This is an optimization exercise on Yosys and OpenROAD, whose aim is small area, a short achievable clock period and few clock cycles, not a production implementation.
At most, simulation tests tie the RTL to the original design; equivalence was not proved.

## old
==> module cc_pi, before the edit <==
module cc_pi (
    input  wire        clk,
    input  wire        rst,           
    input  wire        in_valid,
    output wire        in_ready,
    input  wire [31:0] in_e,
    input  wire [31:0] in_ff,
    input  wire [31:0] in_r,          
    input  wire [31:0] in_kp,
    input  wire [31:0] in_kit,
    input  wire [31:0] in_lo,
    input  wire [31:0] in_hi,
    input  wire [31:0] in_i0,
    output reg         out_valid,
    output wire [31:0] out_y,
    output wire [31:0] out_i,
    output reg         out_held
);
    function [31:0] flush(input [31:0] x);
        flush = (x[30:23] == 8'h00) ? {x[31], 31'd0} : x;
    endfunction
    function is_nan(input [31:0] x);
        is_nan = (x[30:23] == 8'hff) && (x[22:0] != 0);
    endfunction
    function is_fin(input [31:0] x);
        is_fin = (x[30:23] != 8'hff);
    endfunction
    function lt(input [31:0] a, input [31:0] b);
        if (is_nan(a) || is_nan(b))                  lt = 1'b0;
        else if (a[30:0] == 0 && b[30:0] == 0)       lt = 1'b0;
        else if (a[31] != b[31])                     lt = a[31];
        else if (!a[31])                             lt = a[30:0] < b[30:0];
        else                                         lt = a[30:0] > b[30:0];
    endfunction
    reg        rdy;
    reg [31:0] e, kp, kit, ff1, lo1, hi1, i01;
    reg        r1, n1;
    wire       acc_in = in_valid && rdy;
    wire       r_true = !in_r[31] && (in_r[30:23] >= 8'h7e) &&
                        !((in_r[30:23] == 8'hff) && (in_r[22:0] != 0));
    wire       nan_in = is_nan(in_e) || is_nan(in_ff);
    wire       short  = r_true || nan_in;
    always @(posedge clk) begin
        if (rdy) begin
            e   <= in_e;
            kp  <= in_kp;
            kit <= in_kit;
            ff1 <= in_ff;
            lo1 <= in_lo;
            hi1 <= in_hi;
            i01 <= in_i0;
            r1  <= r_true;
            n1  <= nan_in;
        end
    end
    reg  vA, vB, vC, vD;        
    reg  sA;                    
    reg  rD;                    
    reg  hD;                    
    reg  negD, posD, crossD;    
    reg  [31:0] m, acc, inew, st_i, y_r;
    reg  [31:0] lo2, hi2;
    wire [31:0] mr, ar;
    fp32_mul u_mul (.a(flush(vA ? kit : kp)), .b(flush(e)), .y(mr));
    wire        x_st = vB;
    wire [31:0] ax   = x_st ? st_i : acc;
    fp32_add u_add (.a(ax), .b(m), .y(ar));
    wire gt_hi = lt(hi2, ar);
    wire lt_lo = lt(ar, lo2);
    wire fin_n = is_fin(inew);
    wire live  = vD && !hD;
    wire tk_g  = rD || negD;                  
    wire tk_l  = rD || posD;                  
    wire upd_g = live && (fin_n || !tk_g);    
    wire upd_l = live && (fin_n || !tk_l);
    wire upd_e = live && fin_n;
    wire [31:0] hsel = (rD && crossD) ? lo2 : hi2;
    wire [31:0] y_g  = upd_g ? hsel : y_r;
    wire [31:0] y_l  = upd_l ? lo2 : y_r;
    wire [31:0] i_g  = (upd_g && tk_g) ? inew : st_i;
    wire [31:0] i_l  = (upd_l && tk_l) ? inew : st_i;
    wire [31:0] i_e  = upd_e ? inew : st_i;
    wire [31:0] y_nx = gt_hi ? y_g : (lt_lo ? y_l : (upd_e ? ar : y_r));
    wire [31:0] i_nx = gt_hi ? i_g : (lt_lo ? i_l : i_e);
    wire        keep = gt_hi ? !upd_g : (lt_lo ? !upd_l : !upd_e);
    always @(posedge clk) begin
        if (rst) begin
            rdy       <= 1'b1;
            vA        <= 1'b0;
            sA        <= 1'b0;
            vB        <= 1'b0;
            vC        <= 1'b0;
            vD        <= 1'b0;
            st_i      <= 32'h00000000;
            y_r       <= 32'h00000000;
            out_valid <= 1'b0;
            out_held  <= 1'b0;
        end else begin
            rdy <= !(acc_in && !short) && !vA;
            vA  <= acc_in && !short;
            sA  <= acc_in && short;
            vB  <= vA;
            vC  <= vB;
            vD  <= vC || sA;
            out_valid <= vD;
            out_held  <= keep;
            st_i      <= i_nx;
            y_r       <= y_nx;
        end
    end
    always @(posedge clk) begin
        if (vA)
            m <= mr;
        if (vB) begin
            m    <= mr;
            acc  <= ar;
            inew <= ar;
        end
        if (vC || sA) begin
            rD     <= sA && r1;
            hD     <= sA && !r1;
            negD   <= e[31] && (e[30:23] != 8'h00);
            posD   <= !e[31] && (e[30:23] != 8'h00);
            crossD <= lt(flush(hi1), flush(lo1));
            lo2    <= flush(lo1);
            hi2    <= flush(hi1);
            m      <= flush(ff1);
        end
        if (vC)
            acc <= ar;
        if (sA) begin
            acc  <= flush(i01);
            inew <= flush(i01);
        end
    end
    assign in_ready = rdy;
    assign out_y    = y_r;
    assign out_i    = st_i;
endmodule
clock: 30.0 ns
lec_check: 0
abc_area: 1
cap_margin: 20
core_margin: 2
core_utilization: 40
slew_margin: 20
standard.sh (not shown) runs the stock make flow with config.mk's settings and CLKGATE_MAP_FILE= SYNTH_SCRIPT=/design/flow/synth_recipe.tcl, a recipe that flattens the netlist after the stock synthesis.
==> flow/flow/run.sh <==
#!/bin/bash
# Standard layout (the standard.sh, unchanged synthesis and steps), with
# repair_timing asked to aim for a larger setup slack than the clock needs,
# so that it shortens the critical paths. Constraints are the design's.
set -euo pipefail
MARGIN=${MARGIN:-$(cat flow/margin.txt)}
bash standard.sh finish SETUP_SLACK_MARGIN=$MARGIN > flow_make.log 2>&1
==> flow/flow/margin.txt <==
16
For new, these inputs were changed with respect to old:
--- a/flow/design.v
+++ b/flow/design.v
@@ -830,5 +830,5 @@
     endfunction
     reg        rdy;
-    reg [31:0] e, kp, kit, ff1, lo1, hi1, i01;
+    reg [31:0] e, kp, ma, ff1, lo1, hi1, i01;
     reg        r1, n1;
     wire       acc_in = in_valid && rdy;
@@ -841,12 +841,12 @@
             e   <= in_e;
             kp  <= in_kp;
-            kit <= in_kit;
             ff1 <= in_ff;
             lo1 <= in_lo;
             hi1 <= in_hi;
-            i01 <= in_i0;
-            r1  <= r_true;
-            n1  <= nan_in;
         end
+        ma  <= vA ? kp : in_kit;
+        i01 <= in_i0;
+        r1  <= r_true;
+        n1  <= nan_in;
     end
     reg  vA, vB, vC, vD;        
@@ -858,8 +858,6 @@
     reg  [31:0] lo2, hi2;
     wire [31:0] mr, ar;
-    fp32_mul u_mul (.a(flush(vA ? kit : kp)), .b(flush(e)), .y(mr));
-    wire        x_st = vB;
-    wire [31:0] ax   = x_st ? st_i : acc;
-    fp32_add u_add (.a(ax), .b(m), .y(ar));
+    fp32_mul u_mul (.a(ma), .b(e), .y(mr));
+    fp32_add u_add (.a(acc), .b(m), .y(ar));
     wire gt_hi = lt(hi2, ar);
     wire lt_lo = lt(ar, lo2);
@@ -905,28 +903,16 @@
         end
     end
+    wire ld_d = vC || sA;
     always @(posedge clk) begin
-        if (vA)
-            m <= mr;
-        if (vB) begin
-            m    <= mr;
-            acc  <= ar;
-            inew <= ar;
-        end
-        if (vC || sA) begin
-            rD     <= sA && r1;
-            hD     <= sA && !r1;
-            negD   <= e[31] && (e[30:23] != 8'h00);
-            posD   <= !e[31] && (e[30:23] != 8'h00);
-            crossD <= lt(flush(hi1), flush(lo1));
-            lo2    <= flush(lo1);
-            hi2    <= flush(hi1);
-            m      <= flush(ff1);
-        end
-        if (vC)
-            acc <= ar;
-        if (sA) begin
-            acc  <= flush(i01);
-            inew <= flush(i01);
-        end
+        m      <= ld_d ? flush(ff1) : mr;
+        acc    <= vA ? i_nx : (sA ? flush(i01) : ar);
+        inew   <= sA ? flush(i01) : acc;
+        rD     <= sA && r1;
+        hD     <= sA && !r1;
+        negD   <= e[31] && (e[30:23] != 8'h00);
+        posD   <= !e[31] && (e[30:23] != 8'h00);
+        crossD <= lt(flush(hi1), flush(lo1));
+        lo2    <= flush(lo1);
+        hi2    <= flush(hi1);
     end
     assign in_ready = rdy;
Diff new and old: via count lower in old. Per the comparison of new with old, post-layout worst setup margin rose by 0.19 ns; worst hold slack down 0.071 ns. Summary: with old as the reference, per-instance average area after synthesis in new moved down by a few percent. There was hardly any difference in post-CTS clock slew at the launch and capture registers of the worst setup and hold paths between new and old. Having completed the whole flow, new delivered a layout that passed the timing, design-rule and antenna checks. Compared to old, new has wire length of the first global-routing pass about 3% higher. Of new and old, old shows the higher critical path depth, with new below it.
Testbench counts of new, summed over its fixed seeds: cycles 9,352.
Only the layout flow was run in old; the RTL was not checked for function there.

## port drivers added, routing unchanged
In the flow no input, the clock included, has a driving cell. The finished layouts below were timed again as built, in two steps. Step 1 (the two cells are an assumption about what drives the block):
set clk [get_ports {clk}]
set_driving_cell -lib_cell sky130_fd_sc_hd__clkbuf_16 $clk
set_driving_cell -lib_cell sky130_fd_sc_hd__buf_2 [delete_from_list [all_inputs] $clk]
Step 2 also shifts input and output timing later by t, the mid clock arrival at the registers, as if the neighbouring blocks saw the same clock. a / b / c = ideal / step 1 / step 2; a / b = the first two.
run | t, ns | slack for setup (ns) | hold WS [ns] | clock arrival spread, ns | worst slew at a driven data input, ns
old | 0.689 | 16.681 / 16.681 / 16.681 | 0.466 / 0.466 / 0.466 | 0.037 / 0.038 | 0.12
new | 0.712 | 16.873 / 16.873 / 16.873 | 0.395 / 0.395 / 0.395 | 0.083 / 0.083 | 0.09
After both steps setup and hold are still met in every run listed.
